Background: an optimization exercise with open tools, aiming at small area, a short achievable clock period and few clock cycles per item. Do not read the settings as production practice.
The RTL was checked by simulation tests, not by an equivalence proof against the original design.

`flow/design.v`:
```
module walk_corr (
    input  wire         clk,
    input  wire         rst,
    input  wire         in_valid,
    output wire         in_ready,
    input  wire [23:0]  in_t_lo,
    input  wire [23:0]  in_t_l,
    input  wire [15:0]  in_tot_lo,
    input  wire [1:0]   in_level,
    input  wire [9:0]   in_thr_lo,
    input  wire [9:0]   in_thr_mid,
    input  wire [9:0]   in_thr_hi,
    input  wire         in_has_fall,
    input  wire         in_fall_en,
    input  wire         in_walk_en,
    input  wire [511:0] lut,
    output reg          out_valid,
    output reg  [23:0]  out_t_c,
    output reg          out_nowalk
);
    localparam integer STEPS = 3;             
    localparam integer NS    = 12 / STEPS;    
    assign in_ready = 1'b1;
    wire nowalk_i = !in_has_fall || !in_fall_en;
    wire pass_i   = !in_walk_en || nowalk_i;
    wire c_ml = in_thr_mid > in_thr_lo;
    wire c_hl = in_thr_hi  > in_thr_lo;
    wire c_hm = in_thr_hi  > in_thr_mid;
    wire lvl1 = (in_level == 2'd1);
    wire two_i  = lvl1 ? c_ml : (in_level != 2'd0) && (c_ml || c_hl);
    wire sel_hi = !lvl1 && (c_ml ? c_hm : c_hl);
    wire [9:0] d_mid = in_thr_mid - in_thr_lo;
    wire [9:0] d_hi  = in_thr_hi  - in_thr_lo;
    wire [9:0] d_i   = sel_hi ? d_hi : d_mid;
    wire [23:0] diff_i = in_t_l - in_t_lo;
    wire big_i = (diff_i[23:21] != 3'd0) && (in_thr_lo != 10'd0);
    wire div_i = two_i && !pass_i;
    wire [7:0] bin    = in_tot_lo[15:8];
    wire       top    = (bin[7:5] != 3'd0) || (bin[4:0] == 5'd31);
    wire [4:0] idx    = bin[4:0] | {5{bin[7:5] != 3'd0}};
    wire [7:0] frac_i = top ? 8'd0 : in_tot_lo[7:0];
    wire [3:0] j_o    = idx[4:1];
    wire [3:0] j_e    = idx[4:1] + {3'd0, idx[0]};
    wire [15:0] ev    = lut[32*j_e +: 16];
    wire [15:0] ov    = lut[32*j_o + 16 +: 16];
    wire [15:0] lut0  = idx[0] ? ov : ev;
    wire [15:0] lut1  = idx[0] ? ev : ov;
    reg         a_v, a_pass, a_div, a_big, a_nw;
    reg  [23:0] a_tlo;
    reg  [9:0]  a_x;       
    reg  [20:0] a_y;       
    reg  [15:0] a_k;       
    always @(posedge clk) begin
        a_v    <= in_valid && !rst;
        a_pass <= pass_i;
        a_div  <= div_i;
        a_big  <= big_i;
        a_nw   <= nowalk_i;
        a_tlo  <= in_t_lo;
        a_x    <= div_i ? in_thr_lo : {2'b00, frac_i};
        a_y    <= div_i ? diff_i[20:0] : {5'd0, lut1};
        a_k    <= div_i ? {6'd0, d_i} : lut0;
    end
    wire [16:0] delta = {1'b0, a_y[15:0]} - {1'b0, a_k};
    wire [21:0] y_op  = a_div ? {1'b0, a_y} : {{5{delta[16]}}, delta};
    wire [24:0] k_add = a_div ? {16'd0, a_k[9:1]} : {1'b0, a_k, 8'h80};
    reg  [33:0] row [0:5];
    reg  [33:0] negv;
    reg  [22:0] bm, bp;
    reg         bneg, bone, btwo, bx0;
    integer     bi;
    always @(*) begin
        negv = 34'd0;
        for (bi = 0; bi < 6; bi = bi + 1) begin
            bx0  = (bi == 0) ? 1'b0 : a_x[2*bi-1];
            if (bi == 5) begin
                bneg = 1'b0;
                bone = bx0;
                btwo = 1'b0;
            end else begin
                bneg = a_x[2*bi+1] & ~(a_x[2*bi] & bx0);
                bone = a_x[2*bi] ^ bx0;
                btwo = (a_x[2*bi+1] & ~a_x[2*bi] & ~bx0) | (~a_x[2*bi+1] & a_x[2*bi] & bx0);
            end
            bm = bone ? {y_op[21], y_op} : (btwo ? {y_op, 1'b0} : 23'd0);
            bp = bneg ? ~bm : bm;
            row[bi] = {11'd0, ~bp[22], bp[21:0]} << (2*bi);
            negv[2*bi] = bneg;
        end
    end
    localparam [33:0] BOOTH_C = 34'h0 - 34'h155400000;
    wire [33:0] m = row[0] + row[1] + row[2] + row[3] + row[4] + row[5] + negv
                    + BOOTH_C + {9'd0, k_add};
    wire [15:0] w_t  = m[23:8];
    wire        tsat = (w_t[15:11] != 5'd0);
    reg         s_v   [0:NS];
    reg         s_nw  [0:NS];
    reg         s_div [0:NS];
    reg         s_sat [0:NS];
    reg  [23:0] s_tlo [0:NS];
    reg  [9:0]  s_r   [0:NS];
    reg  [11:0] s_nq  [0:NS];
    reg  [9:0]  s_d   [0:NS];
    reg         s_tw  [0:NS];
    reg         b_hiz;           
    always @(posedge clk) begin
        s_v[0]   <= a_v && !rst;
        s_nw[0]  <= a_nw;
        s_div[0] <= a_div;
        s_sat[0] <= a_div ? a_big : (!a_pass && tsat);
        s_tlo[0] <= a_tlo;
        s_r[0]   <= m[21:12];
        s_nq[0]  <= m[11:0];
        s_d[0]   <= a_div ? a_k[9:0] : (a_pass ? 10'd0 : w_t[9:0]);
        s_tw[0]  <= !a_div && !a_pass && w_t[10];
        b_hiz    <= (m[31:22] == 10'd0);
    end
    genvar gs;
    generate
        for (gs = 0; gs < NS; gs = gs + 1) begin : g_div
            reg  [10:0] t;
            reg  [11:0] sb;
            reg  [9:0]  r;
            reg  [11:0] nq;
            reg         qfirst;
            integer     k;
            always @(*) begin
                r  = s_r[gs];
                nq = s_nq[gs];
                qfirst = 1'b0;
                for (k = 0; k < STEPS; k = k + 1) begin
                    t  = {r, nq[11]};
                    sb = {1'b0, t} - {2'b00, s_d[gs]};
                    nq = {nq[10:0], !sb[11]};
                    r  = sb[11] ? t[9:0] : sb[9:0];
                    if (k == 0) qfirst = !sb[11];
                end
            end
            always @(posedge clk) begin
                s_v[gs+1]   <= s_v[gs] && !rst;
                s_nw[gs+1]  <= s_nw[gs];
                s_div[gs+1] <= s_div[gs];
                if (gs == 0)
                    s_sat[gs+1] <= s_sat[gs] || (s_div[gs] && (!b_hiz || qfirst));
                else
                    s_sat[gs+1] <= s_sat[gs];
                s_tlo[gs+1] <= s_tlo[gs];
                s_r[gs+1]   <= r;
                s_nq[gs+1]  <= nq;
                s_d[gs+1]   <= s_d[gs];
                s_tw[gs+1]  <= s_tw[gs];
            end
        end
    endgenerate
    wire [11:0] w_f = s_sat[NS] ? 12'h800 :
                      s_div[NS] ? {1'b0, s_nq[NS][10:0]} : {1'b0, s_tw[NS], s_d[NS]};
    wire [24:0] tc  = {1'b0, s_tlo[NS]} - {13'd0, w_f};
    always @(posedge clk) begin
        out_valid  <= s_v[NS] && !rst;
        out_t_c    <= tc[24] ? 24'd0 : tc[23:0];
        out_nowalk <= s_nw[NS];
    end
endmodule
```
`flow/flow/run.sh`:
```
#!/bin/bash
# The standard layout, with the smallest buffer (buf_1) on every input and
# output port instead of the one buffer_ports picks by default.
set -euo pipefail
export BUFFER_PORTS_ARGS="-buffer_cell sky130_fd_sc_hd__buf_1"
bash standard.sh > standard_flow.log 2>&1
```
`flow/standard.sh`:
```
#!/bin/bash
# synth_recipe.tcl (not shown) runs the flow's synth.tcl, then flattens the netlist and writes it again
# the make line also repeats each setting of config.mk as NAME=value (left out here)
make -C /OpenROAD-flow-scripts/flow DESIGN_CONFIG=/design/flow/config.mk WORK_HOME=/design/flow/orfs CLKGATE_MAP_FILE= SYNTH_SCRIPT=/design/flow/synth_recipe.tcl "${@:-finish}"
```
`flow/config.mk`:
```
export PLATFORM = sky130hd
export DESIGN_NAME = walk_corr
export DESIGN_NICKNAME = walk_corr
export VERILOG_FILES = /design/flow/design.v
export SDC_FILE = /design/flow/constraint.sdc
export NUM_CORES = 4
export LEC_CHECK = 0
export ABC_CLOCK_PERIOD_IN_PS = 3000
export CAP_MARGIN = 20
export CORE_MARGIN = 2
export CORE_UTILIZATION = 40
export SETUP_SLACK_MARGIN = 5
export SLEW_MARGIN = 20
```
`flow/constraint.sdc`:
```
create_clock -name core_clock -period 13.0 [get_ports {clk}]
set_input_delay 2.6000 -clock core_clock [delete_from_list [all_inputs] [get_ports {clk}]]
set_output_delay 2.6000 -clock core_clock [all_outputs]
set_load 0.01 [all_outputs]
```
==> metrics.yaml, run 1 <==
maxCapViolations: 0
r2r_end: "b_hiz"
clk_pin_slew_worst_paths_ps: 60
instances_no_fill: 4895
hold_viol_final: 0
placedCellCount: 4773
clk_latency_ps: 580
fin_hold_ws_ps: 287.4
required_ps: 13460
cp_max_fo: 11
fmax_mhz: 131.0
netlist_area_um2: 30050
synth_seq_area_share_pct: 26.25
grt_pass1_vias: 26145
ys_seq_elements: 394
endpoint: "b_hiz"
fin_area_um2: 35470
cts_root_buf: "clkbuf_16"
r2r_start: "a_k[0]"
cts_tree: "yes"
crit_type: "register to register"
startpoint: "a_k[0]"
place_area_um2: 33500
startpoint_type: "register"
layout-drive-gt1-share_pct: 10.04
htreeDepth: 2
vias: 26851
status: "finished clean"
grt_antenna_before_repair: 59
ios: 641
maxSlewHeadroom_pct: 17.54
async_reset_ff_share_pct: 0
synth.net_count: 4292
worstPathArrival_ps: 8090
dieArea_um2: 77330
drt-vias-per-instance: 5.485
min_from: "a_tlo[13]"
avgSynthCellArea_um2: 9.176
slowest_delay_ps: 600
start_util_pct: 40.36
r2r_setup_slack_ps: 5370
finalSetupTns_ps: 0
fin_ws_ps: 5369
worst_slew_pin_slew_ps: 1226
clockBufferDepth: 3
period_share_pct: 58.70
cp_common_cell: "fa_1"
wl_per_cell_um: 26.24
dp_slack_ps: 4179
yosysWarnings: 11
r2r_cells: 32
final-setup-viol-count: 0
clkSinkCount: 394
cts_buffers: 42
grt_max_degree: 83
slowest_stage: "fa_1"
die_x_um: 278.1
grt_usage_pct: 32.74
cts_hold_repair.buffers: 0
period_minus_slack_ps: 7631
slew_viol_final: 0
grt_first_pass_wirelength_um: 182300
overflow: 0
drt_iter0_drc: 2199
final_nets: 4881
coreArea_um2: 74450
ys_types: 88
die_y_um: 278.1
routed_wl_um: 128400
dp_hpwl_um: 108500
rsz0062_at_grt: "no"
hold_class: "register to register"
syn_inst: 3275
skew_ps: 35.01
mostFrequentLayoutCells: "buf_1, dfxtp_1, inv_1"
area_growth_pct: 18.03
drtPass1Iterations: 5
rows: 100
drc: 0
ys.flop_type: "dfxtp_1"
final_common_cell: "buf_1"
synth_edf_count: 0
end_kind: "register"
final_util_pct: 47.64
gp_congestion: 1.091
portBuffers: 639
postRouteAntennaNets: 0
-- area by class of cell --
class	count	area (um2)
multi-input cells	2412	20680
inverters	309	1160
repair buffers	705	2940
diodes	30	75.07
clock inverters	23	362.8
flip-flops and latches	394	7890
fillers	7338	38980
well taps	969	1212
clock buffers	53	1152
-- worst max-delay path, delay by kind of cell, from the launching register on --
kind	cells	cell delay (ps)
adders and majority gates	7	2910
AOI/OAI and AO/OA	11	1840
and+or+nand+nor	7	1580
buffers and inverters	5	500
xor gates and xnor gates	2	370
DFF	1	350
-- routing by layer --
layer,share of wire [%],vias to the layer above,track usage [%]
met5,0.049,-,0
met4,7.2,12,21.88
li1,-,12709,-
met2,44,1053,50.74
met3,7.7,235,7.732
met1,41,12842,40.57
-- sequential cells by signal, indices dropped and copies added (netlist names), 10 cells and up --
register	flops
a_k	16
s_nq	56
a_y	21
a_tlo	24
s_tlo	120
out_t_c	24
s_d	50
a_x	10
s_r	40
-- cells by family after synthesis --
| logic type | share of synthesized area, % |
|---|---|
| AOI/OAI and AO/OA | 16.89 |
| and+or+nand+nor | 11.72 |
| buffers and inverters | 6.017 |
| adders and majority gates | 19.75 |
| DFF | 26.25 |
| xor gates and xnor gates | 7.374 |
| muxes | 11.98 |
| other | 0.01248 |
-- cells in the mapped netlist (9+ instances only) --
cell,count,area [um2]
dfxtp_1,394,7888
inv_1,305,1145
ha_1,284,3553
nand2_1,246,923.4
nor2_1,204,765.7
xnor2_1,183,1603
a21oi_1,168,840.8
o21ai_0,147,735.7
clkbuf_1,126,473.0
fa_1,119,2382
mux4_2,92,2072
a211oi_1,83,623.1
a22oi_1,76,570.6
a21o_1,75,563.0
xor2_1,70,613.1
mux2_2,62,698.2
mux2i_1,62,620.6
nor2b_1,59,369.1
nor3_1,44,220.2
and3_1,39,244.0
and2_1,37,231.5
o22ai_1,32,200.2
nand2b_1,31,193.9
nand3_1,29,145.1
o31ai_1,25,187.7
buf_1,18,67.56
a21boi_0,17,127.6
o21a_1,17,127.6
a221oi_1,16,140.1
a31oi_1,15,93.84
o21bai_1,13,97.59
buf_2,12,60.06
or3_1,10,62.56
o21ai_1,9,45.04
or4_1,9,67.56
-- how the worst min path moves through the flow --
| stage | to | slack [ps] | cells after the start |
|---|---|---|---|
| 2_1_floorplan | out_nowalk | 310 | 0 |
| 3_3_place_gp | s_tlo[3][15] | 310 | 0 |
| 3_5_place_dp | s_nq[2][3] | 310 | 0 |
| 4_1_cts | s_tlo[0][13] | 280 | 0 |
| 5_1_grt | s_tlo[0][13] | 300 | 0 |
| 6_report | s_tlo[0][13] | 290 | 0 |
-- repair_timing --
item                       in CTS  in global routing
setup endpoints to repair       2                 35
gates resized for setup        14                 37
gates cloned                    1                  0
pin swaps                       2                  7
setup buffers                   3                 10
Testbench counts, summed over its fixed seeds: cycles 12,056, pulses 12,000.
==> inputs of run 2 (changes only) <==
==> flow/flow/run.sh (replaced) <==
#!/bin/bash
# The standard layout, with the smallest buffer (buf_1) on every input and
# output port instead of the one buffer_ports picks by default, and timing
# repair aiming at a tighter setup slack margin.
set -euo pipefail
export BUFFER_PORTS_ARGS="-buffer_cell sky130_fd_sc_hd__buf_1"
bash standard.sh SETUP_SLACK_MARGIN=7 finish > standard_flow.log 2>&1
==> run 2 against run 1 <==
Cell count up 2.6%. Clock skew down 18 ps. Count of clock-buffer cells in the layout down 3. Synthesized area unchanged. Critical path depth down 2. Global-route usage up 0.90 points. Worst setup slack better by 420 ps. Worst hold slack better by 33 ps. Critical path type unchanged. Routed wire length up 4.0%. Via count up 3.7%.
==> metrics.yaml, run 2 <==
vias: 27843  # +3.7%
synth_seq_area_share_pct: 26.25  # unchanged
cts_buffers: 42  # unchanged
slowest_stage: "fa_1"
ys_types: 88  # unchanged
ios: 641  # unchanged
drc: 0  # unchanged
slowest_delay_ps: 590  # about the same
crit_type: "register to register"
maxSlewHeadroom_pct: 17.02  # -0.53 points
avgSynthCellArea_um2: 9.176  # unchanged
area_growth_pct: 26.74
required_ps: 13480  # +20 ps
ys.flop_type: "dfxtp_1"
gp_congestion: 1.153  # +5.7%
status: "finished clean"
period_share_pct: 55.47  # -3.2 points
synth.top_cell.area_share_pct: 26.25  # unchanged
synth.net_count: 4292  # unchanged
htreeDepth: 2  # unchanged
ys_seq_elements: 394  # unchanged
period_minus_slack_ps: 7211  # -420.2 ps
netlist_area_um2: 30050  # unchanged
synthTopCellsByCount: "dfxtp_1, inv_1, ha_1"
rsz0062_at_grt: "yes"
top_register: "s_tlo"
overflow: 0  # unchanged
postRouteAntennaNets: 0  # unchanged
grt_first_pass_wirelength_um: 187400  # +2.8%
portBuffers: 639  # unchanged
dieArea_um2: 77330  # unchanged
top_regs: "s_tlo x120, s_nq x56, s_d x50"
largest_reg_flops: 120  # unchanged
fmax_mhz: 138.7  # +5.8%
drtPass1Iterations: 6  # +1
rows: 100  # unchanged
drt-vias-per-instance: 5.543  # +1.1%
final_nets: 5008  # +2.6%
layout-drive-gt1-share_pct: 18.79  # +8.8 points
worstPathArrival_ps: 7690  # -400 ps
cts_root_buf: "clkbuf_16"
hold_class: "register to register"
mostFrequentLayoutCells: "buf_1, dfxtp_1, inv_1"
synth.area.top_cells: "dfxtp_1, ha_1, fa_1"
clockBufferDepth: 3  # unchanged
routed_wl_um: 133600  # +4.0%
yosysMostFrequentCell: "dfxtp_1"
die_y_um: 278.1  # unchanged
synth_top_area_cell: "dfxtp_1"
die_x_um: 278.1  # unchanged
drt_iter0_drc: 2114  # -3.9%
startpoint_type: "register"
synth_edf_count: 0  # unchanged
end_kind: "register"
clkSinkCount: 394  # unchanged
grt_max_degree: 84  # +1.2%
yosysWarnings: 11  # unchanged
finalSetupTns_ps: 0  # unchanged
grt_pass1_vias: 26854  # +2.7%
cp_max_fo: 5  # -6
grt_usage_pct: 33.64  # +0.90 points
slew_viol_final: 0  # unchanged
start_util_pct: 40.36  # unchanged
final_common_cell: "buf_1"
cts_tree: "yes"
nFillCells: 7100  # -3.2%
hold_viol_final: 0  # unchanged
clk_latency_ps: 580  # about the same
wl_per_cell_um: 26.59  # +1.4%
grt_antenna_before_repair: 79  # +34%
skew_ps: 17.25  # -17.76 ps
syn_inst: 3275  # unchanged
final-setup-viol-count: 0  # unchanged
coreArea_um2: 74450  # unchanged
worst_slew_pin_slew_ps: 1237  # +10.92 ps
cts_hold_repair.buffers: 0  # unchanged
dp_hpwl_um: 109100  # +0.48%
maxCapViolations: 0  # unchanged
clk_pin_slew_worst_paths_ps: 60  # about the same
async_reset_ff_share_pct: 0  # unchanged
run 2: cell count changes in the layout (fill, tap and decap cells not counted), sizes merged, moves of 3 or more:
cell	previous run	this run
clkinv	5	13
buf	703	826
clkinvlp	7	4
bufinv	6	3
run 2: worst paths after layout:
path	from	endpoint	slack (ps)	cells past startpoint
worst max-delay path	a_k[1]	b_hiz	5790	30
worst min-delay path	s_nq[3][1]	s_nq[4][4]	320	0
worst max register to register	a_k[1]	b_hiz	5790	30
worst min register to register	s_nq[3][1]	s_nq[4][4]	320	0
run 2: worst max-delay path, delay by kind of cell (launching register included):
kind	cells	cell delay, ps
and+or+nand+nor	5	1460
xor gates and xnor gates	1	80
AOI/OAI and AO/OA	11	1950
buffers and inverters	7	760
DFF	1	330
adders and majority gates	6	2500
run 2: layer usage:
metal / track usage [%] / vias to the layer above / part of all wire [%]
li1: - / 12976 / -
met1: 41.82 / 13464 / 40
met2: 53.11 / 1124 / 46
met3: 6.254 / 271 / 6.6
met4: 22.80 / 8 / 7.3
met5: 0 / - / 0.039
run 2: cell type report:
| type | instances | area (um2) | area share, % |
|---|---|---|---|
| well taps | 969 | 1212 | 3.183 |
| inverters | 309 | 1181 | 3.101 |
| clock inverters | 26 | 302.8 | 0.7950 |
| repair buffers | 830 | 4094 | 10.75 |
| flip-flops and latches | 394 | 7924 | 20.81 |
| multi-input cells | 2414 | 22170 | 58.22 |
| clock buffers | 50 | 1121 | 2.944 |
| diodes | 31 | 77.57 | 0.2037 |
run 2: cells by family after synthesis:
kind of cell | count (synthesis) | share of synthesized area, %
buf+inv | 470 | 6.017
mux | 232 | 11.98
fa+ha+maj | 403 | 19.75
other cells | 1 | 0.01248
flops | 394 | 26.25
simple gates | 750 | 11.72
xor+xnor | 253 | 7.374
compound gates | 772 | 16.89
run 2: per-stage QoR:
step | setup WS [ps] | hold WS, ps | cells | instance area (um2) | util [%]
after global placement | 5210 | 310.2 | 4765 | 33780 | 45.37
after CTS | 5649 | 324.2 | 4931 | 36530 | 49.07
after floorplan | 6289 | 309.6 | 3275 | 30520 | -
after global routing | 5514 | 329.7 | 5016 | 38070 | 51.13
after detailed placement | 5020 | 312.1 | 4765 | 33780 | 45.37
final | 5789 | 320.7 | 5023 | 38090 | 51.16
run 2: what timing repair did:
item	4_1_cts	5_1_grt
setup endpoints to repair	88	87
pin swaps	85	143
endpoints found under the hold margin	0	0
setup buffers	85	56
gates resized for setup	143	219
gates cloned	5	5

[what the ideal ports hide]
No port has a modelled driver above. Below, the same layouts with a new extraction and two added sets of constraints. Step 1 sets driving cells, clkbuf_16 on the clock port and buf_2 on the other inputs (assumed; they add their load-dependent delay and slew). Step 2 times the ports against the registers' clock, not the clock port: input delays grow and output delays shrink by t, the midpoint of the rising clock arrivals with the driver on. Slacks: ideal / step 1 / step 2; pairs: ideal / step 1.
run | t (ns) | slack for setup (ns) | latest minus earliest clock arrival (ns) | pins driven straight from the clock port
run 1 | 0.623 | 5.369 / 5.369 / 5.113 | 0.040 / 0.040 | 1
run 2 | 0.631 | 5.789 / 5.789 / 5.789 | 0.022 / 0.022 | 1
After both steps setup and hold are still met in every run listed. The setup slack of run 1, which loses most, moves by 0.000 ns with the drivers and by -0.256 ns with both steps.
